From an optimization exercise on the open Yosys and OpenROAD flow, aimed at small area and a short achievable clock period; shortcuts taken in it are not production practice.
No functional check of the RTL was part of this run.
Power and IR drop assume default switching activity.

**config.mk**
```make
export PLATFORM = sky130hd
export DESIGN_NAME = tcam_match16
export DESIGN_NICKNAME = tcam_match16
export VERILOG_FILES = /design/flow/design.v
export SDC_FILE = /design/flow/constraint.sdc
export NUM_CORES = 4
export LEC_CHECK = 0
export CAP_MARGIN = 20
export CORE_MARGIN = 2
export CORE_UTILIZATION = 40
export SLEW_MARGIN = 20
```
**constraint.sdc**
```tcl
create_clock -name core_clock -period 44.0 [get_ports {clk}]
set_input_delay 8.8000 -clock core_clock [delete_from_list [all_inputs] [get_ports {clk}]]
set_output_delay 8.8000 -clock core_clock [all_outputs]
set_load 0.01 [all_outputs]
```
**design.v**
```verilog
module tcam_match16 (
    input  wire        clk,
    input  wire        rst,           
    input  wire        wr_en,
    input  wire [3:0]  wr_idx,
    input  wire [79:0] wr_data,
    input  wire [79:0] wr_mask,
    input  wire [15:0] wr_prio,
    input  wire        wr_valid,
    input  wire        wr_in_a,
    input  wire        wr_in_b,
    input  wire        rd_en,
    input  wire [3:0]  rd_idx,
    output reg         rd_ack,
    output reg  [79:0] rd_data,
    output reg  [79:0] rd_mask,
    output reg  [15:0] rd_prio,
    output reg         rd_valid,
    output reg         rd_in_a,
    output reg         rd_in_b,
    input  wire        lk_en,
    input  wire [79:0] lk_key,
    input  wire        lk_neg,
    input  wire [1:0]  lk_range_map,
    output reg         res_valid,
    output reg         res_hit,
    output reg         res_multi,
    output reg  [15:0] res_prio,
    output reg  [8:0]  res_count,
    output reg  [3:0]  res_entry
);
    localparam N = 16;
    reg [79:0] t_data  [0:N-1];
    reg [79:0] t_mask  [0:N-1];
    reg [15:0] t_prio  [0:N-1];
    reg [N-1:0] t_valid, t_in_a, t_in_b, t_wrote, t_wrap0, t_wrap1;
    wire wr_wrap0 = wr_data[39:24] > wr_mask[39:24];
    wire wr_wrap1 = wr_data[79:64] > wr_mask[79:64];
    genvar g;
    generate
        for (g = 0; g < N; g = g + 1) begin : row
            wire we = wr_en && (wr_idx == g);
            always @(posedge clk) begin
                if (we) begin
                    t_data[g]  <= wr_data;
                    t_mask[g]  <= wr_mask;
                    t_prio[g]  <= wr_prio;
                    t_in_a[g]  <= wr_in_a;
                    t_in_b[g]  <= wr_in_b;
                    t_wrap0[g] <= wr_wrap0;
                    t_wrap1[g] <= wr_wrap1;
                end
                if (rst) begin
                    t_valid[g] <= 1'b0;
                    t_wrote[g] <= 1'b0;
                end else if (we) begin
                    t_valid[g] <= wr_valid;
                    t_wrote[g] <= 1'b1;
                end
            end
        end
    endgenerate
    reg [178:0] rd_mux;
    integer r;
    always @(*) begin
        rd_mux = 179'd0;
        for (r = 0; r < N; r = r + 1)
            if (rd_idx == r && t_wrote[r])
                rd_mux = rd_mux | {t_data[r], t_mask[r], t_prio[r], t_valid[r], t_in_a[r], t_in_b[r]};
    end
    always @(posedge clk) begin
        rd_ack <= rd_en && !rst;
        {rd_data, rd_mask, rd_prio, rd_valid, rd_in_a, rd_in_b} <= rd_mux;
    end
    reg        s1_valid;
    reg [79:0] s1_key;
    reg        s1_neg;
    reg [1:0]  s1_rmap;
    always @(posedge clk) begin
        s1_valid <= lk_en && !rst;
        s1_key   <= lk_key;
        s1_neg   <= lk_neg;
        s1_rmap  <= lk_range_map;
    end
    function ge16;
        input [15:0] a;
        input [15:0] b;
        reg   [15:0] g, e;
        integer s, j;
        begin
            g = a & ~b;
            e = ~(a ^ b);
            g[0] = a[0] | ~b[0];
            for (s = 1; s < 16; s = s * 2)
                for (j = 0; j < 16; j = j + 2 * s) begin
                    g[j + 2*s - 1] = g[j + 2*s - 1] | (e[j + 2*s - 1] & g[j + s - 1]);
                    e[j + 2*s - 1] = e[j + 2*s - 1] & e[j + s - 1];
                end
            ge16 = g[15];
        end
    endfunction
    function half_match;
        input [39:0] key;
        input [39:0] d;
        input [39:0] m;
        input        wrap;
        input        is_range;
        reg   [39:0] mis;
        reg          ge, le, in_range;
        begin
            mis = (key ^ d) & m;
            ge  = ge16(key[39:24], d[39:24]);
            le  = ge16(m[39:24], key[39:24]);
            in_range = wrap ? (ge | le) : (ge & le);
            half_match = (mis[7:0] == 8'd0) &&
                         (is_range ? in_range : (mis[39:8] == 32'd0));
        end
    endfunction
    wire [N-1:0] hit_vec;
    generate
        for (g = 0; g < N; g = g + 1) begin : cmp
            wire h0 = half_match(s1_key[39:0],  t_data[g][39:0],  t_mask[g][39:0],  t_wrap0[g], s1_rmap[0]);
            wire h1 = half_match(s1_key[79:40], t_data[g][79:40], t_mask[g][79:40], t_wrap1[g], s1_rmap[1]);
            assign hit_vec[g] = t_valid[g] && (s1_neg ? t_in_b[g] : t_in_a[g]) && h0 && h1;
        end
    endgenerate
    reg        pw_en;
    reg [3:0]  pw_idx;
    reg [15:0] pw_prio;
    always @(posedge clk) begin
        pw_en   <= wr_en && !rst;
        pw_idx  <= wr_idx;
        pw_prio <= wr_prio;
    end
    wire [N-1:0] wb;
    generate
        for (g = 0; g < N; g = g + 1) begin : pwc
            wire [16:0] diff = {1'b0, pw_prio} + {1'b0, ~t_prio[g]} + {16'd0, (pw_idx < g)};
            assign wb[g] = diff[16];
        end
    endgenerate
    reg  [N-1:0] ord [0:N-1];       
    wire [N-1:0] ordn [0:N-1];      
    wire [N-1:0] bt  [0:N-1];       
    genvar h;
    generate
        for (g = 0; g < N; g = g + 1) begin : om
            for (h = 0; h < N; h = h + 1) begin : oc
                if (g < h) begin : up
                    assign ordn[g][h] = (pw_en && pw_idx == g) ? wb[h] :
                                        (pw_en && pw_idx == h) ? !wb[g] : ord[g][h];
                    always @(posedge clk) ord[g][h] <= ordn[g][h];
                    assign bt[g][h] = ordn[g][h];
                end else if (g > h) begin : lo
                    assign ordn[g][h] = 1'b0;
                    assign bt[g][h] = !ordn[h][g];
                end else begin : dg
                    assign ordn[g][h] = 1'b0;
                    assign bt[g][h] = 1'b1;
                end
            end
        end
    endgenerate
    wire [N-1:0] win;
    generate
        for (g = 0; g < N; g = g + 1) begin : wn
            assign win[g] = hit_vec[g] && ((~hit_vec | bt[g]) == {N{1'b1}});
        end
    endgenerate
    reg [15:0] best_prio;
    reg [3:0]  best_idx;
    integer q;
    always @(*) begin
        best_prio = 16'd0;
        best_idx  = 4'd0;
        for (q = 0; q < N; q = q + 1) begin
            best_prio = best_prio | (t_prio[q] & {16{win[q]}});
            best_idx  = best_idx  | (q[3:0] & {4{win[q]}});
        end
    end
    wire l4_h = |hit_vec;
    wire [4:0] count = hit_vec[0] + hit_vec[1] + hit_vec[2] + hit_vec[3] +
                       hit_vec[4] + hit_vec[5] + hit_vec[6] + hit_vec[7] +
                       hit_vec[8] + hit_vec[9] + hit_vec[10] + hit_vec[11] +
                       hit_vec[12] + hit_vec[13] + hit_vec[14] + hit_vec[15];
    always @(posedge clk) begin
        res_valid <= s1_valid && !rst;
        res_hit   <= l4_h;
        res_multi <= |count[4:1];
        res_prio  <= best_prio;
        res_count <= {4'd0, count};
        res_entry <= best_idx;
    end
endmodule
```
**flow/run.sh**
```bash
#!/bin/bash
# Standard synthesis, then the standard layout steps with repair_timing
# aimed at a setup slack margin (so it works on paths well inside the
# 44 ns period), and buf_2 port buffers that repair may resize.
set -euo pipefail
bash standard.sh synth > synth.log 2>&1
bash standard.sh SETUP_SLACK_MARGIN=33.5 TNS_END_PERCENT=10 \
    "BUFFER_PORTS_ARGS=-buffer_cell sky130_fd_sc_hd__buf_2" finish > layout.log 2>&1
```
**standard.sh**
```bash
#!/bin/bash
# synth_recipe.tcl (not shown) runs the flow's synth.tcl, then flattens the netlist and writes it again
# the make line also repeats each setting of config.mk as NAME=value (left out here)
make -C /OpenROAD-flow-scripts/flow DESIGN_CONFIG=/design/flow/config.mk WORK_HOME=/design/flow/orfs CLKGATE_MAP_FILE= SYNTH_SCRIPT=/design/flow/synth_recipe.tcl "${@:-finish}"
```
==> impl_metrics.env <==
export IMPL_synth_distinct_cells=111
export IMPL_critical_path_startpoint_type="input port"
export IMPL_setup_viol=0
export IMPL_core_area_um2=413000
export IMPL_post_route_period_util=0.246
export IMPL_ys_seq_area_frac=0.579
export IMPL_max_clock_path_buffers=4
export IMPL_outcome="complete, but fails checks"
export IMPL_p_leak_nw=71.9
export IMPL_worstHoldEndpoint="res_valid"
export IMPL_min_period_ps=10830
export IMPL_area_delta_synth_final_pct=14.6
export IMPL_fmax_mhz=92.3
export IMPL_so_violations="max-capacitance violations"
export IMPL_routed_wl_mm=784
export IMPL_r2r_slack_ps=35320
export IMPL_ys_flop_type="edfxtp_1"
export IMPL_clock_skew_final_ps=81.3
export IMPL_grt_overflow_total=0
export IMPL_layout_setup_ws_ps=33170
export IMPL_grt_pass1_wl_mm=1030
export IMPL_clock_root_buffer="clkbuf_16"
export IMPL_synthesis_instances=12800
export IMPL_dp_hpwl_mm=547
export IMPL_fillers=37300
export IMPL_synth_area_per_cell_um2=12.9
export IMPL_via_per_inst=6.69
export IMPL_pre_cts_ws_ps=30730
export IMPL_clkSinkCount=3345
export IMPL_dpl_cell_count=18600
export IMPL_hold_viol=0
export IMPL_ys_ff_latch=3345
export IMPL_cts_tree="done"
export IMPL_cp_end_kind="register"
export IMPL_slew_limit_headroom=0.0303
export IMPL_dieArea_um2=419000
export IMPL_ios=487
export IMPL_reg2reg_from="s1_key[64]"
export IMPL_min_path_type="register to register"
export IMPL_ant_nets=0
export IMPL_worstPathRequired_ps=44890
export IMPL_vias=130000
export IMPL_drive_above_1_share=0.118
export IMPL_fp_row_count=236
export IMPL_tns_ps=0
export IMPL_slew_viol_final=0
export IMPL_rsz0062_at_grt="true"
export IMPL_wl_per_cell_um=40.3
export IMPL_layout_commonest_cell="edfxtp_1"
export IMPL_grt_usage=0.358
export IMPL_hold_start="s1_valid"
export IMPL_die_h_um=647
export IMPL_layout_common_cells="2880 x edfxtp_1, 1284 x ha_1, 1106 x inv_1, 768 x xor2_1, 743 x a221oi_1"
export IMPL_synth_area_um2=166000
export IMPL_grt_pass1_vias=119000
export IMPL_rr_worst_depth=22
export IMPL_arrival_ps=11720
export IMPL_dieWidth_um=647
export IMPL_grt_max_degree=118
export IMPL_cellPowerDensity_nw_per_um2=40.0
export IMPL_drcViolationCount=0
export IMPL_clkTransAtPathRegs_ps=60
export IMPL_async_flop_share=0
export IMPL_crit_fanout=93
export IMPL_start_util=0.401
export IMPL_clk_latency_ps=1030
export IMPL_r2r_end="res_multi"
export IMPL_cts_max_level=5
export IMPL_cts_hold_buffers_added=0
export IMPL_tightest_slew_ps=1420
export IMPL_place_congestion=1.03
export IMPL_synth_edf_count=2880
export IMPL_cts_buffers=373
export IMPL_yosys_warnings=5
export IMPL_worstHoldPathCells=1
export IMPL_nNetsFinal=15100
export IMPL_antenna_found_initial=110
export IMPL_critPathKind="input port to register"
export IMPL_p_total_mw=7.58
export IMPL_drt_iter0_markers=22800
export IMPL_fin_util=0.460
export IMPL_fin_cells=19500
export IMPL_peakVddDrop_uv=32.3
export IMPL_io_buffers=482
export IMPL_first_pass_iters=8
export IMPL_max_cap_viol_count=1
==> cell type report <==
type | instances | area (µm²) | area share
multi-input combinational | 7826 | 63700 | 0.336
clock inverter | 222 | 2720 | 0.0143
inverter | 1112 | 4170 | 0.0220
tap | 5474 | 6850 | 0.0361
clock buffer | 478 | 10000 | 0.0530
sequential | 3345 | 95800 | 0.505
antenna | 141 | 353 | 0.00186
timing repair buffer | 859 | 6000 | 0.0316
==> metrics by stage <==
stage	hold slack, ps	instance area (µm²)
floorplan	414	166000
global placement	417	175000
detailed placement	428	175000
CTS	441	189000
global route	468	190000
finish	435	190000
==> how the worst max path moves through the flow <==
stage                     startpoint             end  cells after the start
after floorplan            wr_idx[0]      t_valid[0]                      5
after global placement     wr_idx[1]  t_data[10][24]                      6
after detailed placement   wr_idx[1]  t_data[10][24]                      6
after CTS                  rd_idx[3]     rd_mask[18]                      9
after global routing       wr_idx[1]  t_mask[14][68]                      5
final                      rd_idx[3]     rd_mask[24]                      6
==> where the power goes <==
group          leakage [nW]  internal, mW  switching [mW]  total (mW)
sequential             29.8          3.54          0.0730        3.62
combinational          35.8         0.188           0.460       0.648
clock                  6.21          1.91            1.41        3.32
total                  71.9          5.64            1.94        7.58
==> cells by family (layout without fill, tap and decap cells) <==
kind of cell | Yosys count | count (layout) | share of synthesized area
muxes | 19 | 19 | 0.00116
buffers and inverters | 1649 | 2671 | 0.0414
xor gates and xnor gates | 770 | 770 | 0.0407
DFF | 3345 | 3345 | 0.579
AOI/OAI and AO/OA | 3608 | 3608 | 0.169
adders and majority gates | 1298 | 1298 | 0.0985
and+or+nand+nor | 2111 | 2127 | 0.0704
other | 1 | 145 | 0.0000227
==> critical path, stage by stage <==
cell and delay (ps):
buf_2 200, and2_4 430, and3_4 790, buf_12 420, a221oi_1 400, nand4_1 180
==> per-layer routing <==
metal  up-vias  wire length, µm  GRT usage  share of wire
met3      1948           105000      0.103           0.13
li1      52300                -          -              -
met1     65400           299000      0.481           0.38
met4        48            53600      0.195          0.068
met2     10500           326000      0.518           0.42
met5         -              322   0.000231        0.00041
==> sequential cells by signal (all words and copies together) (netlist names), 2 cells and up <==
signal,cells
t_data,1280
rd_prio,16
t_in_a,16
t_wrap0,16
rd_mask,80
ord,120
s1_key,80
s1_rmap,2
t_in_b,16
res_entry,4
res_count,5
pw_idx,4
res_prio,16
t_prio,256
t_wrote,16
rd_data,80
t_valid,16
t_wrap1,16
pw_prio,16
t_mask,1280
==> timing repair <==
action	4_1_cts	5_1_grt
cloned	9	9
endpoints found under the setup margin	1553	1164
buffers inserted	11	17
gates resized for setup	84	72
pin swaps	10	13
==> cell usage after synthesis (all sizes together), types with 83 or more instances <==
library cell	count	area, µm²
edfxtp	2880	86500
ha	1285	16100
inv	1111	4170
xor2	768	6730
a221oi	750	6590
a22o	733	6420
a21oi	492	2460
nand4	466	2920
dfxtp	465	9310
nand2	457	1720
nor2b	408	2550
a22oi	400	3000
clkbuf	354	1330
o21ai	290	1450
nor2	237	890
buf	183	1360
a2111oi	163	1580
nand3	142	711
o211ai	92	696
a211oi	84	653
a21o	83	623

-- static timing again, ports no longer ideal --
No port has a modelled driver above. Below, the same layout with a new extraction and two added sets of constraints.
Step 1 assumes that a clkbuf_16 drives the clock port and a buf_2 every other input.
Step 2 also shifts input and output timing later by t, the mid clock arrival at the registers, as if the neighbouring blocks saw the same clock.
Slacks: ideal ports / drivers / drivers and shift; pairs: ideal ports / drivers.
t, ns: 1.103
setup slack, ns: 33.167 / 33.141 / 32.144
worst setup path after step 2: input to register
worst register clock-pin slew, ns: 0.07 / 0.07
cell pins on the clock port's net: 1
The setup slack of this run moves by -0.026 ns with the drivers and by -1.023 ns with both steps.
